This is an optimization exercise on Yosys and OpenROAD, whose aim is small area, a short achievable clock period and few clock cycles per item, not a production implementation. Function was not checked in any run shown here: the RTL went through the layout flow alone.

==> flow/design.v <==
module sha256_engine (
    input  wire         clk,
    input  wire         rst,
    input  wire         in_valid,
    output wire         in_ready,
    input  wire         first,
    input  wire [511:0] block,       
    output reg          out_valid,
    output wire [255:0] digest       
);
    localparam [255:0] IV = {32'h6a09e667, 32'hbb67ae85, 32'h3c6ef372, 32'ha54ff53a,
                             32'h510e527f, 32'h9b05688c, 32'h1f83d9ab, 32'h5be0cd19};
    localparam [2047:0] KR = {
        32'h71374491, 32'hb5c0fbcf, 32'he9b5dba5, 32'h3956c25b, 32'h59f111f1, 32'h923f82a4, 32'hab1c5ed5, 32'hd807aa98,
        32'h12835b01, 32'h243185be, 32'h550c7dc3, 32'h72be5d74, 32'h80deb1fe, 32'h9bdc06a7, 32'hc19bf174, 32'he49b69c1,
        32'hefbe4786, 32'h0fc19dc6, 32'h240ca1cc, 32'h2de92c6f, 32'h4a7484aa, 32'h5cb0a9dc, 32'h76f988da, 32'h983e5152,
        32'ha831c66d, 32'hb00327c8, 32'hbf597fc7, 32'hc6e00bf3, 32'hd5a79147, 32'h06ca6351, 32'h14292967, 32'h27b70a85,
        32'h2e1b2138, 32'h4d2c6dfc, 32'h53380d13, 32'h650a7354, 32'h766a0abb, 32'h81c2c92e, 32'h92722c85, 32'ha2bfe8a1,
        32'ha81a664b, 32'hc24b8b70, 32'hc76c51a3, 32'hd192e819, 32'hd6990624, 32'hf40e3585, 32'h106aa070, 32'h19a4c116,
        32'h1e376c08, 32'h2748774c, 32'h34b0bcb5, 32'h391c0cb3, 32'h4ed8aa4a, 32'h5b9cca4f, 32'h682e6ff3, 32'h748f82ee,
        32'h78a5636f, 32'h84c87814, 32'h8cc70208, 32'h90befffa, 32'ha4506ceb, 32'hbef9a3f7, 32'hc67178f2, 32'h428a2f98};
    function [31:0] rotr;
        input [31:0] x;
        input integer n;
        rotr = (x >> n) | (x << (32 - n));
    endfunction
    function [31:0] maj3;
        input [31:0] x, y, z;
        maj3 = (x & y) | (x & z) | (y & z);
    endfunction
    function [31:0] add32;
        input [31:0] x, y;
        reg   [31:0] gg, pp, gn, pn;
        integer i, k;
        begin
            gg = x & y;
            pp = x ^ y;
            for (k = 1; k < 32; k = k * 2) begin
                gn = gg;
                pn = pp;
                for (i = k; i < 32; i = i + 1) begin
                    gn[i] = gg[i] | (pp[i] & gg[i-k]);
                    pn[i] = pp[i] & pp[i-k];
                end
                gg = gn;
                pp = pn;
            end
            add32 = x ^ y ^ {gg[30:0], 1'b0};
        end
    endfunction
    function [31:0] add32s;
        input [31:0] x, y;
        reg   [31:0] gg, pp;
        integer i, k;
        begin
            gg = x & y;
            pp = x ^ y;
            for (k = 1; k < 32; k = k * 2)
                for (i = 2*k - 1; i < 32; i = i + 2*k) begin
                    gg[i] = gg[i] | (pp[i] & gg[i-k]);
                    pp[i] = pp[i] & pp[i-k];
                end
            for (k = 8; k >= 1; k = k / 2)
                for (i = 3*k - 1; i < 32; i = i + 2*k) begin
                    gg[i] = gg[i] | (pp[i] & gg[i-k]);
                    pp[i] = pp[i] & pp[i-k];
                end
            add32s = x ^ y ^ {gg[30:0], 1'b0};
        end
    endfunction
    function [63:0] csa;
        input [31:0] x, y, z;
        csa = {maj3(x, y, z) << 1, x ^ y ^ z};
    endfunction
    reg          busy;                 
    reg          prep;                 
    reg          pend;                 
    reg          fq;                   
    reg          hiv;                  
    reg          f0;                   
    reg          liv_q, xfer_q;        
    reg          ivc;                  
    reg          rdy;
    reg  [5:0]   r;                    
    reg          f61, f62, f63;        
    reg  [255:0] h_q;                  
    reg  [31:0]  a, b, c, d, e, f, g, h;
    reg  [31:0]  x_q;                  
    reg  [31:0]  w [0:15];             
    assign in_ready = rdy;
    assign digest   = h_q;
    wire idle = ~busy & ~prep;
    wire r62  = f62;
    wire last = f63;
    wire [255:0] hs = h_q;
    wire [31:0] H0 = hs[255:224], H1 = hs[223:192], H2 = hs[191:160], H3 = hs[159:128];
    wire [31:0] H4 = hs[127:96],  H5 = hs[95:64],   H6 = hs[63:32],   H7 = hs[31:0];
    wire [31:0] s1   = rotr(e, 6) ^ rotr(e, 11) ^ rotr(e, 25);
    wire [31:0] ch   = (e & f) | (~e & g);
    wire [31:0] s0   = rotr(a, 2) ^ rotr(a, 13) ^ rotr(a, 22);
    wire [31:0] mj   = maj3(a, b, c);
    wire [31:0] z0   = last ? hs[255:224] : 32'd0;
    wire [31:0] z4   = last ? hs[127:96]  : 32'd0;
    wire [63:0] p1   = csa(x_q, s1, ch);                 
    wire [63:0] p2   = csa(s0, mj, z0);                  
    wire [63:0] p3   = csa(p1[31:0], p1[63:32], p2[31:0]);
    wire [63:0] p4   = csa(p3[31:0], p3[63:32], p2[63:32]);
    wire [31:0] a_n  = add32(p4[31:0], p4[63:32]);
    wire [63:0] q1   = csa(p1[31:0], p1[63:32], d);      
    wire [63:0] q2   = csa(q1[31:0], q1[63:32], z4);
    wire [31:0] e_n  = add32(q2[31:0], q2[63:32]);
    wire        r61 = f61;
    wire [31:0] ha  = r61 ? H3 : (r62 ? H2 : H1);
    wire [31:0] he  = r61 ? H7 : (r62 ? H6 : H5);
    wire [31:0] za  = add32s(a, ha);
    wire [31:0] ze  = add32s(e, he);
    wire        xfer    = xfer_q;      
    wire        load_iv = liv_q;       
    wire [31:0] a_in = load_iv ? IV[255:224] : (prep ? h_q[255:224] : a_n);
    wire [31:0] b_in = load_iv ? IV[223:192] : (prep ? h_q[223:192] : (last ? za : a));
    wire [31:0] c_in = load_iv ? IV[191:160] : (xfer ? h_q[191:160] : b);
    wire [31:0] d_in = load_iv ? IV[159:128] : (xfer ? h_q[159:128] : c);
    wire [31:0] e_in = load_iv ? IV[127:96]  : (prep ? h_q[127:96]  : e_n);
    wire [31:0] f_in = load_iv ? IV[95:64]   : (prep ? h_q[95:64]   : (last ? ze : e));
    wire [31:0] g_in = load_iv ? IV[63:32]   : (xfer ? h_q[63:32]   : f);
    wire [31:0] h_in = load_iv ? IV[31:0]    : (xfer ? h_q[31:0]    : g);
    wire [31:0] kn  = KR[2047 - 32*r -: 32];
    wire [63:0] x1  = csa(kn, w[0], h_in);
    wire [31:0] x_n = add32(x1[31:0], x1[63:32]);
    wire [31:0] ss0   = rotr(w[1], 7) ^ rotr(w[1], 18) ^ (w[1] >> 3);
    wire [31:0] ss1   = rotr(w[14], 17) ^ rotr(w[14], 19) ^ (w[14] >> 10);
    wire [63:0] m1    = csa(w[0], w[9], ss0);
    wire [63:0] m2    = csa(m1[31:0], m1[63:32], ss1);
    wire [31:0] w_new = add32(m2[31:0], m2[63:32]);
    wire wload  = idle | r62;
    integer i;
    always @(posedge clk) begin
        for (i = 0; i < 15; i = i + 1)
            w[i] <= wload ? block[511 - 32*i -: 32] : w[i+1];
        w[15] <= wload ? block[31:0] : w_new;
        x_q <= x_n;
        {a, b, c, d, e, f, g, h} <= {a_in, b_in, c_in, d_in, e_in, f_in, g_in, h_in};
        if ((prep & (fq | ivc)) | (f0 & hiv))
            h_q <= IV;
        if (r61) begin
            h_q[159:128] <= za;
            h_q[31:0]    <= ze;
        end
        if (r62) begin
            h_q[191:160] <= za;
            h_q[63:32]   <= ze;
        end
        if (last) begin
            h_q[255:224] <= a_n;
            h_q[223:192] <= za;
            h_q[127:96]  <= e_n;
            h_q[95:64]   <= ze;
        end
        if (rst) begin
            busy      <= 1'b0;
            prep      <= 1'b0;
            pend      <= 1'b0;
            ivc       <= 1'b1;
            rdy       <= 1'b1;
            r         <= 6'd62;
            f0        <= 1'b0;
            liv_q     <= 1'b0;
            xfer_q    <= 1'b0;
            f61       <= 1'b0;
            f62       <= 1'b0;
            f63       <= 1'b0;
            out_valid <= 1'b0;
        end else begin
            out_valid <= last;
            f0  <= prep | (last & pend);
            liv_q  <= in_valid & ((idle & (first | ivc)) | (r62 & first));
            xfer_q <= (idle & in_valid) | r62;
            f61 <= busy & (r == 6'd60);
            f62 <= f61;
            f63 <= f62;
            if (idle) begin
                if (in_valid) begin
                    prep <= 1'b1;
                    fq   <= first;
                    rdy  <= 1'b0;
                    r    <= 6'd63;
                end
            end
            if (prep) begin
                prep <= 1'b0;
                busy <= 1'b1;
                r    <= 6'd0;
                hiv  <= fq | ivc;
                ivc  <= 1'b0;
            end
            if (busy) begin
                r   <= r + 6'd1;
                rdy <= f61;
                if (r62 & in_valid) begin
                    pend <= 1'b1;
                    fq   <= first;
                end
                if (last) begin
                    pend <= 1'b0;
                    hiv  <= fq;
                    if (!pend) begin
                        busy <= 1'b0;
                        r    <= 6'd62;
                        rdy  <= 1'b1;
                    end
                end
            end
        end
    end
endmodule
==> flow/flow/run.sh <==
#!/bin/bash
# The standard layout, with port buffers of the smallest buffer cell.
# Each tool's output is in orfs/logs; make's in standard.log.
set -euo pipefail
export BUFFER_PORTS_ARGS="-buffer_cell sky130_fd_sc_hd__buf_1"
bash standard.sh > standard.log 2>&1
==> flow/standard.sh <==
#!/bin/bash
# synth_recipe.tcl (not shown) runs the flow's synth.tcl, then flattens the netlist and writes it again
# the make line also repeats each setting of config.mk as NAME=value (left out here)
make -C /OpenROAD-flow-scripts/flow DESIGN_CONFIG=/design/flow/config.mk WORK_HOME=/design/flow/orfs CLKGATE_MAP_FILE= SYNTH_SCRIPT=/design/flow/synth_recipe.tcl "${@:-finish}"
==> flow/config.mk <==
export PLATFORM = sky130hd
export DESIGN_NAME = sha256_engine
export DESIGN_NICKNAME = sha256_engine
export VERILOG_FILES = /design/flow/design.v
export SDC_FILE = /design/flow/constraint.sdc
export NUM_CORES = 4
export LEC_CHECK = 0
export CAP_MARGIN = 20
export CORE_MARGIN = 2
export CORE_UTILIZATION = 40
export CTS_CLUSTER_DIAMETER = 60
export CTS_CLUSTER_SIZE = 30
export SETUP_SLACK_MARGIN = 5
export SLEW_MARGIN = 20
==> flow/constraint.sdc <==
create_clock -name core_clock -period 10.0 [get_ports {clk}]
set_input_delay 2.0000 -clock core_clock [delete_from_list [all_inputs] [get_ports {clk}]]
set_output_delay 2.0000 -clock core_clock [all_outputs]
set_load 0.01 [all_outputs]
==> impl_metrics.py, run 1 <==
metrics = {
    "status": {
        "status": "complete, no violations",
    },
    "clock_network": {
        "worstSkewPairLatency_ps": 760,
        "clk_pin_slew_worst_paths_ps": 90,
        "htreeDepth": 3,
        "postCtsHoldBufs": 0,
        "cts_sinks": 1044,
        "cts-buffers-inserted": 96,
        "clockRootBuffer": "clkbuf_16",
        "cts_tree": "yes",
        "clock_path_buffers": 3,
    },
    "floorplan": {
        "start_util_pct": 40.4,
        "num_rows": 140,
        "chipWidth_microns": 388,
        "pin_count": 774,
        "core_sq_mm": 0.146,
        "die_area_sq_mm": 0.151,
        "die_y_microns": 388,
    },
    "route": {
        "firstDrtPassIters": 8,
        "ant_nets": 0,
        "drtIter0Drc": 5250,
        "routed_via_density": 5.47,
        "wl_per_cell_microns": 26.0,
        "vias": 51499,
        "drt-total-wl_microns": 244000,
        "drc": 0,
    },
    "synthesis": {
        "synth_top_area_cell": "dfxtp_1",
        "synthXorXnorAreaFrac_pct": 5.84,
        "syn-cell-area_sq_mm": 0.0590,
        "synthFlopType": "dfxtp_1",
        "synth_top_family_by_area": "simple AND/OR/NAND/NOR gates",
        "synth_warnings": 2,
        "synth_nets": 7780,
        "yosysTopAreaCellShare_pct": 26.6,
        "async_flop_share_pct": 0,
        "yosysUniqueCellTypes": 88,
        "synthSimpleGateAreaFrac_pct": 18.6,
        "ys_top_cells_by_area": "dfxtp_1 27%, edfxtp_1 13%, nand2_1 12%",
        "synthMuxAreaShare_pct": 3.92,
        "synthCells": 6757,
        "ys_ff_latch": 1044,
        "synth.avg_cell_area_sq_um": 8.74,
        "synth_edf_count": 258,
        "synth-seq-area-share_pct": 39.8,
        "synth_compound_area_share_pct": 12.0,
        "synth_adder_area_share_pct": 14.7,
    },
    "worst_setup_path": {
        "worstPathRequired_ps": 10600,
        "start_kind": "flip-flop",
        "worst-setup-path-type": "flip-flop to flip-flop",
        "setup.worst_path.end_class": "flip-flop",
        "crit_fanout": 14,
        "rr_worst_depth": 17,
        "arrival_ps": 5640,
        "cp_slowest_stage_delay_ps": 560,
        "slowest_stage": "or4_4",
        "crit_chain": "buf_6 -> or4_4 -> and2_4 -> bufbuf_16 -> nand2b_2 -> a31oi_1 -> o211ai_1 -> a31oi_1 -> fa_1 -> ha_2 -> a21o_1 -> o21bai_1 -> a311oi_2 -> a32oi_2 -> a311oi_2 -> o21ai_1 -> xnor2_1",
    },
    "global_routing": {
        "grt_start_max_net_pins": 226,
        "track_usage_pct": 31.4,
        "grt_pass1_vias": 50117,
        "grt_overflow": 0,
        "grt_first_pass_wirelength_microns": 347000,
        "antenna_found_initial": 4,
    },
    "timing": {
        "hold_viol": 0,
        "grt_setup_unrepaired": "yes",
        "skew_ps": 52.7,
        "fin_crit_sh_pct": 50.4,
        "max_slew.worst_pin.slew_ps": 1190,
        "relSlewSlack_pct": 20.6,
        "period_needed_ps": 5040,
        "finalSetupViolations": 0,
        "drv_slew": 0,
        "fin_tns_setup_ps": 0,
        "hold_ws_ps": 377,
        "max_clock_freq_mhz": 198,
    },
    "min_path": {
        "hp-class": "flip-flop to flip-flop",
        "hold_depth": 2,
    },
    "finish": {
        "mostFrequentLayoutCell": "nand2_1",
        "fillers": 14192,
        "regArea_sq_mm": 0.0237,
        "drive_above_1_share_pct": 9.97,
        "final_cell_mix": "1,926 x nand2_1, 773 x buf_1, 713 x dfxtp_1",
        "nNetsFinal": 8434,
        "syn2layout_area_growth_pct": 19.4,
        "multi_input_area_sq_mm": 0.0342,
    },
    "place": {
        "place_congestion": 0.970,
        "hpwl_microns": 181000,
        "io_buffers": 773,
    },
    "flow_run": {
        "drv_cap": 0,
    },
}
## flip-flops by register name (all words and copies together), names as in the netlist, 6 cells and up
| signal | flops |
|---|---|
| w | 512 |
| x_q | 32 |
| r | 6 |
| b | 32 |
| a | 32 |
| g | 32 |
| e | 32 |
| d | 32 |
| h_q | 256 |
| c | 32 |
| f | 32 |
## Yosys cell counts (199+ instances only)
cell and instances:
nand2_1 1940, dfxtp_1 786, inv_1 395, o21ai_0 355, clkbuf_1 354, fa_1 308
nor2_1 288, edfxtp_1 258, a21oi_1 245, xnor2_1 224, mux2i_1 220, ha_1 199
## critical path: cells and delay by family, from the launching register on
kind / cells / cell delay (ps)
xor+xnor: 1 / 150
flops: 1 / 390
compound gates: 9 / 2150
simple gates: 3 / 940
fa+ha+maj: 2 / 840
buf+inv: 2 / 440
## per-layer routing
layer  GRT usage (%)  routed length (microns)  vias up
li1                -                        -    23530
met1            39.2                    94100    24735
met2            51.3                   113000     2697
met3            6.00                    21300      537
met4            16.8                    15600        0
met5               0                        0        -
## area by class of cell
class / instances / share of cell area, %
antenna: 4 / 0.0142
clock buffer: 110 / 3.60
clock inverter: 70 / 1.35
inverter: 399 / 2.21
multi-input combinational: 4906 / 48.6
sequential: 1044 / 33.6
tap: 1917 / 3.40
timing repair buffer: 963 / 7.19
timing repair inverter: 1 / 0.0124
## worst paths after layout
path                  start        end  slack (ps)
hold reg to reg   w[11][31]  w[10][31]         380
setup / recovery       r[1]    x_q[31]        4960
hold / removal    w[11][31]  w[10][31]         380
setup reg to reg       r[1]    x_q[31]        4960
## cell families (layout without fill, tap and decap cells)
| group | Yosys count | count (layout) |
|---|---|---|
| and+or+nand+nor | 2657 | 2658 |
| AOI/OAI and AO/OA | 1114 | 1114 |
| DFF | 1044 | 1044 |
| buffers and inverters | 808 | 1543 |
| adders and majority gates | 511 | 511 |
| xor gates and xnor gates | 394 | 394 |
| muxes | 229 | 229 |
| other | 0 | 4 |
## stage by stage
step,util [%],area (sq um),instances,worst slack [ps]
6_report,48.2,70500,9414,4960
5_1_grt,48.2,70500,9413,4850
4_1_cts,47.0,68700,9347,4970
3_5_place_dp,43.4,63400,9089,3470
3_3_place_gp,43.4,63400,9089,3520
2_1_floorplan,-,59200,6757,4990
## repair_timing
item / in CTS / in global routing
hold endpoints to repair: 0 / 0
endpoints found under the setup margin: 149 / 82
gates resized for setup: 242 / 271
cloned: 12 / 5
pin swaps: 43 / 106
setup buffers: 66 / 58
==> inputs of run 2 (changes only) <==
--- a/flow/design.v
+++ b/flow/design.v
@@ -46,6 +46,23 @@
                 pp = pn;
             end
             add32 = x ^ y ^ {gg[30:0], 1'b0};
+        end
+    endfunction
+    function [31:0] add32k;
+        input [31:0] x, y;
+        reg   [31:0] gg, pp;
+        integer i, k, j;
+        begin
+            gg = x & y;
+            pp = x ^ y;
+            for (k = 1; k < 32; k = k * 2)
+                for (i = 0; i < 32; i = i + 1)
+                    if (i & k) begin
+                        j = (i / k) * k - 1;
+                        gg[i] = gg[i] | (pp[i] & gg[j]);
+                        pp[i] = pp[i] & pp[j];
+                    end
+            add32k = x ^ y ^ {gg[30:0], 1'b0};
         end
     endfunction
     function [31:0] add32s;
@@ -126,12 +143,12 @@
     wire [31:0] h_in = load_iv ? IV[31:0]    : (xfer ? h_q[31:0]    : g);
     wire [31:0] kn  = KR[2047 - 32*r -: 32];
     wire [63:0] x1  = csa(kn, w[0], h_in);
-    wire [31:0] x_n = add32(x1[31:0], x1[63:32]);
+    wire [31:0] x_n = add32k(x1[31:0], x1[63:32]);
     wire [31:0] ss0   = rotr(w[1], 7) ^ rotr(w[1], 18) ^ (w[1] >> 3);
     wire [31:0] ss1   = rotr(w[14], 17) ^ rotr(w[14], 19) ^ (w[14] >> 10);
     wire [63:0] m1    = csa(w[0], w[9], ss0);
     wire [63:0] m2    = csa(m1[31:0], m1[63:32], ss1);
-    wire [31:0] w_new = add32(m2[31:0], m2[63:32]);
+    wire [31:0] w_new = add32k(m2[31:0], m2[63:32]);
     wire wload  = idle | r62;
     integer i;
     always @(posedge clk) begin
--- a/flow/config.mk
+++ b/flow/config.mk
@@ -8,7 +8,5 @@
 export CAP_MARGIN = 20
 export CORE_MARGIN = 2
 export CORE_UTILIZATION = 40
-export CTS_CLUSTER_DIAMETER = 60
-export CTS_CLUSTER_SIZE = 30
 export SETUP_SLACK_MARGIN = 5
 export SLEW_MARGIN = 20
==> impl_metrics.py, run 2 <==
metrics = {
    "route": {
        "firstDrtPassIters": 8,
        "drc": 0,
        "wl_per_cell_microns": 28.4,
        "vias": 46052,
        "drtIter0Drc": 3937,
        "routed_via_density": 5.48,
        "drt-total-wl_microns": 239000,
        "ant_nets": 0,
    },
    "worst_setup_path": {
        "reg2reg_slack_ps": 4880,
        "slowest_stage": "fa_1",
        "path_buf_inv": 2,
        "worstPathRequired_ps": 10520,
        "cp_slowest_stage_delay_ps": 530,
        "crit_fanout": 6,
        "worst-setup-path-type": "flip-flop to flip-flop",
        "arrival_ps": 5640,
        "cp_top_family": "compound AO/OA/AOI/OAI gates",
        "setup.worst_path.end_class": "flip-flop",
        "crit_top_cell": "fa_1",
        "start_kind": "flip-flop",
        "crit_chain": "buf_12 -> o21ai_0 -> fa_1 -> inv_1 -> fa_1 -> fa_1 -> ha_1 -> a21oi_1 -> o21ai_0 -> a311oi_2 -> a311o_1 -> a21oi_2 -> o41a_1 -> a21oi_2 -> xor2_1 -> nand2_1",
    },
    "status": {
        "status": "complete, no violations",
    },
    "finish": {
        "largest_register_ffs": 512,
        "final_cell_mix": "773 x buf_1, 713 x dfxtp_1, 556 x nand2_1",
        "drive_above_1_share_pct": 19.5,
        "reg_top3": "w x512, h_q x256",
        "mostFrequentLayoutCell": "buf_1",
        "nNetsFinal": 7430,
        "syn2layout_area_growth_pct": 22.0,
        "top_register": "w",
    },
    "flow_run": {
        "drv_cap": 0,
    },
    "clock_network": {
        "cts_sinks": 1044,
        "postCtsHoldBufs": 0,
        "worstSkewPairLatency_ps": 780,
        "cts-buffers-inserted": 115,
        "clock_path_buffers": 3,
        "clk_pin_slew_worst_paths_ps": 60,
        "cts_tree": "yes",
        "clockRootBuffer": "clkbuf_16",
        "htreeDepth": 3,
    },
    "synthesis": {
        "synthFlopType": "dfxtp_1",
        "synthTopCellsByCount": "786 x dfxtp_1, 573 x nand2_1, 466 x mux2_2, 401 x inv_1, 367 x o21ai_0",
        "synth_most_common_cell": "dfxtp_1",
        "synth_top_area_cell": "dfxtp_1",
        "yosysUniqueCellTypes": 80,
        "synth_edf_count": 258,
        "synth_warnings": 2,
        "synth_nets": 6657,
        "synthCells": 5628,
        "synth-seq-area-share_pct": 40.6,
        "synth.avg_cell_area_sq_um": 10.3,
        "ys_ff_latch": 1044,
        "yosysTopAreaCellShare_pct": 27.2,
        "async_flop_share_pct": 0,
        "ys_top_cells_by_area": "dfxtp_1 27%, edfxtp_1 13%, fa_1 11%",
        "syn-cell-area_sq_mm": 0.0578,
    },
    "timing": {
        "period_needed_ps": 5120,
        "fin_crit_sh_pct": 51.2,
        "fin_tns_setup_ps": 0,
        "skew_ps": 94.4,
        "hold_viol": 0,
        "drv_slew": 0,
        "finalSetupViolations": 0,
        "relSlewSlack_pct": 26.5,
        "grt_setup_unrepaired": "yes",
        "max_clock_freq_mhz": 195,
        "max_slew.worst_pin.slew_ps": 1090,
    },
    "floorplan": {
        "pin_count": 774,
        "chipWidth_microns": 384,
        "die_y_microns": 384,
        "num_rows": 139,
        "die_area_sq_mm": 0.148,
        "core_sq_mm": 0.143,
        "start_util_pct": 40.3,
    },
    "place": {
        "io_buffers": 773,
        "place_congestion": 1.00,
        "hpwl_microns": 179000,
    },
    "global_routing": {
        "grt_pass1_vias": 45481,
        "track_usage_pct": 31.2,
        "antenna_found_initial": 12,
        "grt_first_pass_wirelength_microns": 330000,
        "grt_overflow": 0,
        "grt_start_max_net_pins": 159,
    },
    "min_path": {
        "hp-class": "flip-flop to flip-flop",
    },
}
[run 2: cell types whose count changed after synthesis, sizes merged, moves of 10 or more]
| cell | delta |
|---|---|
| nand2 | -1368 |
| mux2 | +458 |
| clkbuf | -57 |
| a21oi | -40 |
| a211oi | -19 |
| xnor2 | +19 |
| buf | -11 |
| o31ai | -10 |
| xor2 | -10 |
[run 2: cell type report]
cell class	count	area [sq um]
diodes	7	17.5
clock buffers	161	3320
clock inverters	55	648
fillers	13416	73000
inverters	404	1560
multi-input cells	3839	33300
flip-flops and latches	1044	23700
well taps	1903	2380
repair buffers	997	5570
[run 2: stage by stage]
step	setup WS (ps)	hold slack (ps)	utilization (%)	instance area, sq um	cells
2_1_floorplan	4930	434	-	58000	5628
3_3_place_gp	2890	436	43.6	62500	8025
3_5_place_dp	2920	440	43.6	62500	8025
4_1_cts	4900	446	47.9	68700	8321
5_1_grt	4730	460	49.1	70500	8405
6_report	4880	440	49.1	70500	8410
[run 2: routing by layer]
| layer | routed length (microns) | track usage [%] | up-vias |
|---|---|---|---|
| li1 | - | - | 20644 |
| met1 | 88800 | 36.8 | 22687 |
| met2 | 118000 | 54.1 | 2216 |
| met3 | 18300 | 5.81 | 495 |
| met4 | 13800 | 15.6 | 10 |
| met5 | 70 | 0 | - |
[run 2: logic make-up after synthesis]
family,after synthesis,share of synthesized area (%)
simple gates,1247,9.63
xor+xnor,403,6.11
mux,690,13.0
flops,1044,40.6
buf+inv,745,4.86
compound gates,982,10.5
fa+ha+maj,517,15.3
[run 2: final timing paths]
path,startpoint,end,depth (start not counted)
setup / recovery,a[15],h_q[254],16
hold / removal,w[15][26],w[14][26],1
setup reg to reg,a[15],h_q[254],16
hold reg to reg,w[15][26],w[14][26],1
[run 2: timing repair]
action,CTS,global route
pin swaps,51,94
resized for setup,315,226
gates cloned,11,7
setup endpoints to repair,186,64
buffers inserted,69,75
==> inputs of run 3 (changes only) <==
--- a/flow/config.mk
+++ b/flow/config.mk
@@ -5,6 +5,7 @@
 export SDC_FILE = /design/flow/constraint.sdc
 export NUM_CORES = 4
 export LEC_CHECK = 0
+export ABC_AREA = 1
 export CAP_MARGIN = 20
 export CORE_MARGIN = 2
 export CORE_UTILIZATION = 40
==> impl_metrics.py, run 3 <==
metrics = {
    "route": {
        "drtIter0Drc": 5006,
        "firstDrtPassIters": 6,
        "drc": 0,
        "vias": 53534,
        "routed_via_density": 5.27,
        "wl_per_cell_microns": 25.4,
        "drt-total-wl_microns": 258000,
        "ant_nets": 0,
    },
    "place": {
        "io_buffers": 773,
        "place_congestion": 0.984,
        "place_inst": 9911,
        "place_worst_setup_slack_ps": 3250,
        "hpwl_microns": 203000,
    },
    "finish": {
        "reg_top3": "w x512, h_q x256",
        "fillers": 14818,
        "multi_input_area_sq_mm": 0.0314,
        "syn2layout_area_growth_pct": 14.9,
        "final_cell_mix": "2,537 x nand2_1, 781 x inv_1, 773 x buf_1",
        "instances_no_fill": 10152,
        "regArea_sq_mm": 0.0236,
        "nNetsFinal": 9144,
        "top_register": "w",
        "largest_register_ffs": 512,
        "mostFrequentLayoutCell": "nand2_1",
        "drive_above_1_share_pct": 4.75,
    },
    "floorplan": {
        "die_area_sq_mm": 0.151,
        "pin_count": 774,
        "chipWidth_microns": 389,
        "num_rows": 141,
        "die_y_microns": 389,
        "core_sq_mm": 0.147,
        "start_util_pct": 40.2,
    },
    "min_path": {
        "hp-class": "flip-flop to flip-flop",
        "hold_start": "w[6][18]",
        "hold_depth": 2,
    },
    "worst_setup_path": {
        "arrival_ps": 5370,
        "setup.worst_path.end_class": "flip-flop",
        "crit_top_cell": "fa_1",
        "path_buf_inv": 1,
        "cp_top_family": "adder cells",
        "reg2reg_slack_ps": 5100,
        "start_kind": "flip-flop",
        "worst-setup-path-type": "flip-flop to flip-flop",
        "crit_fanout": 8,
        "worst-path-stages": 13,
        "r2r-end": "h_q[244]",
        "worstPathRequired_ps": 10470,
        "crit_chain": "xnor2_1 -> xor2_1 -> fa_1 -> inv_1 -> fa_1 -> fa_1 -> ha_1 -> a21oi_1 -> o21ai_0 -> nor2_1 -> nand3_1 -> xnor2_1 -> nor2_1",
        "endpoint": "h_q[244]",
        "cp_slowest_stage_delay_ps": 750,
        "crit_path_start": "e[24]",
        "r2r-start": "e[24]",
        "slowest_stage": "dfxtp_1",
        "rr_worst_depth": 13,
    },
    "clock_network": {
        "htreeDepth": 3,
        "clockRootBuffer": "clkbuf_16",
        "worstSkewPairLatency_ps": 770,
        "cts-buffers-inserted": 116,
        "clk_pin_slew_worst_paths_ps": 60,
        "cts_tree": "yes",
        "clock_path_buffers": 3,
        "cts_sinks": 1044,
    },
    "synthesis": {
        "yosysUniqueCellTypes": 58,
        "async_flop_share_pct": 0,
        "synth_top_area_cell": "dfxtp_1",
        "synth_warnings": 2,
        "synth_most_common_cell": "nand2_1",
        "synth-seq-area-share_pct": 39.7,
        "synth.avg_cell_area_sq_um": 7.85,
        "yosysTopAreaCellShare_pct": 26.6,
        "synthTopCellsByCount": "2,546 x nand2_1, 787 x inv_1, 786 x dfxtp_1, 476 x a21oi_1, 452 x nor2_1",
        "synthFlopType": "dfxtp_1",
        "ys_ff_latch": 1044,
        "ys_top_cells_by_area": "dfxtp_1 27%, nand2_1 16%, edfxtp_1 13%",
        "synth_edf_count": 258,
        "syn-cell-area_sq_mm": 0.0592,
        "synthCells": 7538,
        "synth_nets": 8567,
    },
    "timing": {
        "hold_viol": 0,
        "fin_tns_setup_ps": 0,
        "fin_crit_sh_pct": 49.0,
        "finalSetupViolations": 0,
        "relSlewSlack_pct": 21.2,
        "timing.final.ws_setup_ps": 5100,
        "skew_ps": 51.7,
        "max_clock_freq_mhz": 204,
        "max_slew.worst_pin.slew_ps": 1180,
        "period_needed_ps": 4900,
        "grt_setup_unrepaired": "yes",
        "hold_ws_ps": 422,
        "drv_slew": 0,
    },
    "status": {
        "status": "complete, no violations",
    },
    "global_routing": {
        "track_usage_pct": 33.4,
        "grt_overflow": 0,
        "antenna_found_initial": 17,
        "grt_first_pass_wirelength_microns": 366000,
        "grt_start_max_net_pins": 217,
        "grt_pass1_vias": 52092,
    },
    "flow_run": {
        "drv_cap": 0,
    },
}
[run 3: per-stage QoR]
stage / instance area (sq um) / util, %
after floorplan: 59200 / -
after global placement: 63400 / 43.1
after detailed placement: 63400 / 43.1
after CTS: 67700 / 45.9
after global routing: 68000 / 46.1
final: 68000 / 46.1
[run 3: cell families (layout without fill, tap and decap cells)]
kind of cell	Yosys count	count (layout)	synth area share, %
mux	17	17	0.288
other cells	0	8	0
flops	1044	1044	39.7
buf+inv	1180	1856	7.72
simple gates	3436	3436	23.0
xor+xnor	343	343	5.10
fa+ha+maj	515	515	14.9
compound gates	1003	1003	9.38
[run 3: worst min-delay path: stages, from the launching register on]
cell and delay, ps:
dfxtp_1 300, nand2_1 40, nand2_1 50
[run 3: final cells by class]
class                           count  share of cell area (%)
Antenna cell                        8                  0.0295
Clock inverter                     36                   0.661
Inverter                          802                    4.50
Sequential cell                  1044                    34.7
Tap cell                         1930                    3.55
Clock buffer                      181                    5.05
Timing Repair Buffer              837                    5.28
Multi-Input combinational cell   5314                    46.3
[run 3: what timing repair did]
| item | CTS | global route |
|---|---|---|
| setup buffers | 7 | 6 |
| cloned | 2 | 0 |
| endpoints found under the setup margin | 114 | 83 |
| hold buffers | 0 | 0 |
| pin swaps | 0 | 3 |
| gates resized for setup | 66 | 63 |
[run 3: worst min path at each step]
stage / slack [ps] / end
after floorplan: 400 / w[10][0]
after global placement: 410 / w[5][31]
after detailed placement: 410 / w[6][23]
after CTS: 420 / w[14][31]
after global routing: 440 / w[10][13]
final: 420 / w[5][18]
[run 3: routing by layer]
layer	track usage (%)	vias up	wire length, microns
met1	41.6	25628	102000
met4	18.2	12	16500
li1	-	24889	-
met3	6.48	521	20300
met2	54.4	2484	119000
met5	0	-	79
==> inputs of run 4 (changes only) <==
==> flow/flow/run.sh (replaced) <==
#!/bin/bash
set -euo pipefail
export SETUP_SLACK_MARGIN=6
export BUFFER_PORTS_ARGS="-buffer_cell sky130_fd_sc_hd__buf_1"
bash standard.sh > standard.log 2>&1
--- a/flow/config.mk
+++ b/flow/config.mk
@@ -9,5 +9,4 @@
 export CAP_MARGIN = 20
 export CORE_MARGIN = 2
 export CORE_UTILIZATION = 40
-export SETUP_SLACK_MARGIN = 5
 export SLEW_MARGIN = 20
==> impl_metrics.py, run 4 <==
metrics = {
    "status": {
        "status": "complete, no violations",
    },
    "synthesis": {
        "synthTopCellsByCount": "2,546 x nand2_1, 787 x inv_1, 786 x dfxtp_1, 476 x a21oi_1, 452 x nor2_1",
        "yosysUniqueCellTypes": 58,
        "yosysTopAreaCellShare_pct": 26.6,
        "async_flop_share_pct": 0,
        "ys_ff_latch": 1044,
        "synth_top_area_cell": "dfxtp_1",
        "synthCells": 7538,
        "synth_warnings": 2,
        "synth.avg_cell_area_sq_um": 7.85,
        "synthFlopType": "dfxtp_1",
        "synth_edf_count": 258,
        "synth_most_common_cell": "nand2_1",
        "ys_top_cells_by_area": "dfxtp_1 27%, nand2_1 16%, edfxtp_1 13%",
        "syn-cell-area_sq_mm": 0.0592,
        "synth_nets": 8567,
        "synth-seq-area-share_pct": 39.7,
    },
    "clock_network": {
        "cts_tree": "yes",
        "htreeDepth": 3,
        "clock_path_buffers": 3,
        "clk_pin_slew_worst_paths_ps": 60,
        "clockRootBuffer": "clkbuf_16",
        "cts-buffers-inserted": 117,
        "worstSkewPairLatency_ps": 790,
        "cts_sinks": 1044,
    },
    "place": {
        "hpwl_microns": 207000,
        "place_worst_setup_slack_ps": 4630,
        "place_congestion": 0.996,
        "io_buffers": 773,
    },
    "worst_setup_path": {
        "worst-setup-path-type": "flip-flop to flip-flop",
        "crit_fanout": 3,
        "arrival_ps": 4890,
        "r2r-start": "e[13]",
        "worstPathRequired_ps": 10470,
        "crit_path_start": "e[13]",
        "setup.worst_path.end_class": "flip-flop",
        "start_kind": "flip-flop",
    },
    "route": {
        "wl_per_cell_microns": 26.7,
        "vias": 56282,
        "drc": 0,
        "firstDrtPassIters": 6,
        "routed_via_density": 5.39,
        "ant_nets": 0,
        "drt-total-wl_microns": 279000,
        "drtIter0Drc": 5828,
    },
    "timing": {
        "grt_setup_unrepaired": "yes",
        "skew_ps": 66.4,
        "fin_crit_sh_pct": 44.2,
        "drv_slew": 0,
        "hold_ws_ps": 406,
        "max_clock_freq_mhz": 226,
        "max_slew.worst_pin.slew_ps": 1120,
        "period_needed_ps": 4420,
        "timing.final.ws_setup_ps": 5580,
        "relSlewSlack_pct": 25.4,
        "finalSetupViolations": 0,
        "hold_viol": 0,
        "fin_tns_setup_ps": 0,
    },
    "floorplan": {
        "pin_count": 774,
        "start_util_pct": 40.2,
        "die_y_microns": 389,
        "num_rows": 141,
        "core_sq_mm": 0.147,
        "die_area_sq_mm": 0.151,
        "chipWidth_microns": 389,
    },
    "global_routing": {
        "antenna_found_initial": 19,
        "grt_first_pass_wirelength_microns": 389000,
        "track_usage_pct": 35.6,
        "grt_start_max_net_pins": 170,
        "grt_pass1_vias": 55123,
        "grt_overflow": 0,
    },
    "finish": {
        "drive_above_1_share_pct": 18.6,
        "top_register": "w",
        "syn2layout_area_growth_pct": 30.4,
        "largest_register_ffs": 512,
        "final_cell_mix": "2,358 x nand2_1, 773 x buf_1, 702 x dfxtp_1",
        "reg_top3": "w x512, h_q x256",
        "mostFrequentLayoutCell": "nand2_1",
        "nNetsFinal": 9428,
    },
    "min_path": {
        "hp-class": "flip-flop to flip-flop",
        "hold_start": "w[2][22]",
    },
    "flow_run": {
        "drv_cap": 0,
    },
}
==> run 4: cell counts after synthesis <==
No cell type changed its count.
==> run 4: final timing paths <==
| check | slack (ps) | cells past startpoint | end |
|---|---|---|---|
| max | 5580 | 17 | h_q[123] |
| min | 410 | 2 | w[1][22] |
| max reg2reg | 5580 | 17 | h_q[123] |
| min reg2reg | 410 | 2 | w[1][22] |
==> run 4: per-stage QoR <==
stage,utilization (%),area (sq um),std cells
6_report,52.4,77200,10438
5_1_grt,52.4,77100,10436
4_1_cts,50.2,73900,10325
3_5_place_dp,43.3,63700,9912
3_3_place_gp,43.3,63700,9912
2_1_floorplan,-,59600,7538
==> run 4: what timing repair did <==
item	CTS	global route
hold buffers	0	0
endpoints found under the setup margin	367	162
gates resized for setup	1001	522
pin swaps	213	308
buffers inserted	176	96
cloned	19	7
==> run 4: layout make-up <==
type	count	area, sq um
Fill cell	14065	70200
Multi-Input combinational cell	5314	36800
Sequential cell	1044	23700
Timing Repair Buffer	1118	6860
Clock buffer	169	3450
Inverter	802	3150
Tap cell	1930	2410
Clock inverter	49	663
Antenna cell	10	25.0
Timing Repair inverter	2	20.0
==> run 4: layer usage <==
layer / GRT usage, % / vias to the layer above / routed length [microns]
met5: 0 / - / 26
met4: 19.7 / 4 / 18800
met3: 7.93 / 673 / 26200
met2: 57.7 / 2969 / 129000
met1: 43.9 / 27142 / 105000
li1: - / 25494 / -
==> run 4: cell families after synthesis <==
| group | after synthesis | share of synthesized area (%) |
|---|---|---|
| flip-flops | 1044 | 39.7 |
| AND/OR/NAND/NOR | 3436 | 23.0 |
| buffers and inverters | 1180 | 7.72 |
| multiplexers | 17 | 0.288 |
| adder cells (fa/ha/maj) | 515 | 14.9 |
| XOR/XNOR | 343 | 5.10 |
| AO/OA/AOI/OAI | 1003 | 9.38 |
==> run 4: critical path: stages (launching register included) <==
cell	delay [ps]
dfxtp_4	380
xnor2_4	230
xor2_4	270
fa_1	480
inv_2	110
buf_6	100
buf_6	80
fa_1	420
fa_2	580
inv_2	50
fa_2	360
inv_2	110
buf_6	110
nand3_2	80
nand3b_1	230
nand4_1	290
nand3_2	170
a21oi_2	60
==> inputs of run 5 (changes only) <==
==> flow/flow/run.sh (replaced) <==
#!/bin/bash
set -euo pipefail
export SETUP_SLACK_MARGIN=6.4
export BUFFER_PORTS_ARGS="-buffer_cell sky130_fd_sc_hd__buf_1"
bash standard.sh > standard.log 2>&1
==> impl_metrics.py, run 5 <==
metrics = {
    "clock_network": {
        "clockRootBuffer": "clkbuf_16",
        "clk_pin_slew_worst_paths_ps": 60,
        "worstSkewPairLatency_ps": 780,
        "cts_sinks": 1044,
        "cts-buffers-inserted": 115,
        "postCtsHoldBufs": 0,
        "clock_path_buffers": 3,
        "cts_tree": "yes",
        "htreeDepth": 3,
    },
    "synthesis": {
        "ys_ff_latch": 1044,
        "syn-cell-area_sq_mm": 0.0592,
        "synthFlopType": "dfxtp_1",
        "synthTopCellsByCount": "2,546 x nand2_1, 787 x inv_1, 786 x dfxtp_1, 476 x a21oi_1, 452 x nor2_1",
        "synth_most_common_cell": "nand2_1",
        "yosysTopAreaCellShare_pct": 26.6,
        "synth_top_family_by_area": "simple AND/OR/NAND/NOR gates",
        "synth_edf_count": 258,
        "synth.avg_cell_area_sq_um": 7.85,
        "synth_warnings": 2,
        "yosysUniqueCellTypes": 58,
        "synth-seq-area-share_pct": 39.7,
        "synth_top_area_cell": "dfxtp_1",
        "synthXorXnorAreaFrac_pct": 5.10,
        "synth_adder_area_share_pct": 14.9,
        "async_flop_share_pct": 0,
        "ys_top_cells_by_area": "dfxtp_1 27%, nand2_1 16%, edfxtp_1 13%",
        "synthCells": 7538,
        "synth_nets": 8567,
        "synth_compound_area_share_pct": 9.38,
        "synthMuxAreaShare_pct": 0.288,
        "synthSimpleGateAreaFrac_pct": 23.0,
    },
    "timing": {
        "drv_slew": 0,
        "grt_setup_unrepaired": "yes",
        "fin_crit_sh_pct": 42.9,
        "relSlewSlack_pct": 28.7,
        "skew_ps": 59.1,
        "period_needed_ps": 4290,
        "fin_tns_setup_ps": 0,
        "max_clock_freq_mhz": 233,
        "hold_ws_ps": 421,
        "hold_viol": 0,
        "finalSetupViolations": 0,
        "max_slew.worst_pin.slew_ps": 1060,
    },
    "finish": {
        "fillers": 13596,
        "final_cell_mix": "2,298 x nand2_1, 757 x buf_1, 682 x dfxtp_1",
        "largest_register_ffs": 512,
        "top_register": "w",
        "mostFrequentLayoutCell": "nand2_1",
        "drive_above_1_share_pct": 23.0,
        "nNetsFinal": 9540,
        "reg_top3": "w x512, h_q x256",
        "syn2layout_area_growth_pct": 34.9,
        "instances_no_fill": 10543,
        "design_area_sq_mm": 0.0798,
    },
    "worst_setup_path": {
        "reg2reg_slack_ps": 5710,
        "crit_fanout": 4,
        "worstPathRequired_ps": 10490,
        "setup.worst_path.end_class": "flip-flop",
        "start_kind": "flip-flop",
        "arrival_ps": 4780,
        "worst-setup-path-type": "flip-flop to flip-flop",
    },
    "route": {
        "wl_per_cell_microns": 26.9,
        "vias": 57153,
        "drt-total-wl_microns": 283000,
        "routed_via_density": 5.42,
        "ant_nets": 0,
        "drc": 0,
        "drtIter0Drc": 6657,
        "firstDrtPassIters": 6,
    },
    "place": {
        "place_inst": 9909,
        "io_buffers": 773,
        "place_area_sq_mm": 0.0649,
        "place_congestion": 0.987,
        "hpwl_microns": 205000,
    },
    "floorplan": {
        "pin_count": 774,
        "core_sq_mm": 0.147,
        "start_util_pct": 40.2,
        "die_area_sq_mm": 0.151,
        "num_rows": 141,
        "die_y_microns": 389,
        "chipWidth_microns": 389,
    },
    "global_routing": {
        "track_usage_pct": 35.8,
        "grt_start_max_net_pins": 228,
        "antenna_found_initial": 14,
        "grt_pass1_vias": 55194,
        "grt_overflow": 0,
        "grt_first_pass_wirelength_microns": 391000,
    },
    "status": {
        "status": "complete, no violations",
    },
    "min_path": {
        "hp-class": "flip-flop to flip-flop",
    },
    "flow_run": {
        "drv_cap": 0,
    },
}
-- run 5: changes by cell type in the layout (fill, tap and decap cells not counted), moves of 20 or more --
cell / previous run / this run
inv_2: 85 / 105
nand2_1: 2358 / 2298
nand2_4: 58 / 95
nand3_1: 227 / 205
nand3_2: 55 / 83
a21oi_1: 365 / 293
inv_1: 688 / 668
buf_6: 54 / 75
dfxtp_1: 702 / 682
xnor2_1: 119 / 99
a21oi_2: 74 / 128
buf_4: 219 / 294
-- run 5: through the flow --
step	utilization, %	setup slack [ps]
6_report	54.2	5710
3_3_place_gp	44.0	4770
5_1_grt	54.2	5610
3_5_place_dp	44.0	4770
2_1_floorplan	-	5970
4_1_cts	51.1	5850
-- run 5: final timing paths --
path,from,end,cells after the start
setup / recovery,e[12],h_q[115],24
hold / removal,w[3][14],w[2][14],2
setup reg to reg,e[12],h_q[115],24
hold reg to reg,w[3][14],w[2][14],2
-- run 5: layout make-up --
cell class	count	area [sq um]	share of cell area, %
multi-input cells	5315	38500	48.2
repair inverters	1	8.76	0.0110
repair buffers	1232	7980	10.0
clock buffers	151	3200	4.00
flip-flops and latches	1044	23800	29.8
inverters	802	3140	3.93
clock inverters	61	739	0.927
diodes	7	17.5	0.0219
well taps	1930	2410	3.03
-- run 5: kinds of logic after synthesis --
logic type	count (synthesis)
mux	17
compound gates	1003
xor+xnor	343
buf+inv	1180
flops	1044
fa+ha+maj	515
simple gates	3436
-- run 5: worst max-delay path: stages (launching register included) --
cell     delay, ps
dfxtp_4        440
xnor2_4        160
xor2_4         280
fa_1           490
inv_2          110
nor2_4          40
inv_2           50
nand2_2         60
xor2_2         150
fa_1           470
inv_2           80
ha_4           120
inv_2           40
fa_2           410
inv_2          120
nand3_4         90
nand2_4         80
nand2_2         50
nand2_2         80
nand3_2        110
nand2_4        160
a21oi_4         90
xor2_2         200
nand2_1         60
nand2_1         40
-- run 5: per-layer routing --
layer	global-route usage, %	vias up	wire (microns)
met5	0	-	64
met4	20.2	10	19700
met3	8.00	698	28200
met2	56.8	3239	128000
met1	45.0	27477	107000
li1	-	25729	-
-- run 5: timing repair --
action / CTS / global route
resized for setup: 1066 / 638
hold endpoints to repair: 0 / 0
gates cloned: 15 / 8
endpoints found under the setup margin: 590 / 283
buffers inserted: 232 / 160
pin swaps: 255 / 347

## separate check: timing with driven ports
Ports are ideal in the flow. The routed layouts listed here were re-timed in OpenROAD. Step 1, drivers: a clkbuf_16 drives clk and a buf_2 each remaining input, both assumed. Step 2 moves the port delays by t, midway between the first and last clock arrival at a register: inputs arrive t later, outputs are due t later. That takes back most of the time a late clock gives input paths. Slacks: ideal / step 1 / step 2; pairs: ideal / step 1.
run	shift t [ns]	slack for setup (ns)	worst hold slack (ns)	worst setup path after step 2	slew at the worst register clock pin (ns)
run 1	0.816	4.957 / 4.957 / 4.957	0.377 / 0.377 / 0.377	register to register	0.09 / 0.09
run 2	0.817	4.881 / 4.881 / 4.881	0.440 / 0.440 / 0.440	register to register	0.07 / 0.07
run 3	0.831	5.100 / 5.100 / 5.100	0.422 / 0.422 / 0.422	register to register	0.07 / 0.07
run 4	0.846	5.580 / 5.580 / 5.580	0.406 / 0.406 / 0.406	register to register	0.07 / 0.07
run 5	0.842	5.712 / 5.712 / 5.712	0.421 / 0.421 / 0.421	register to register	0.07 / 0.07
After both steps every run listed still meets setup and hold.
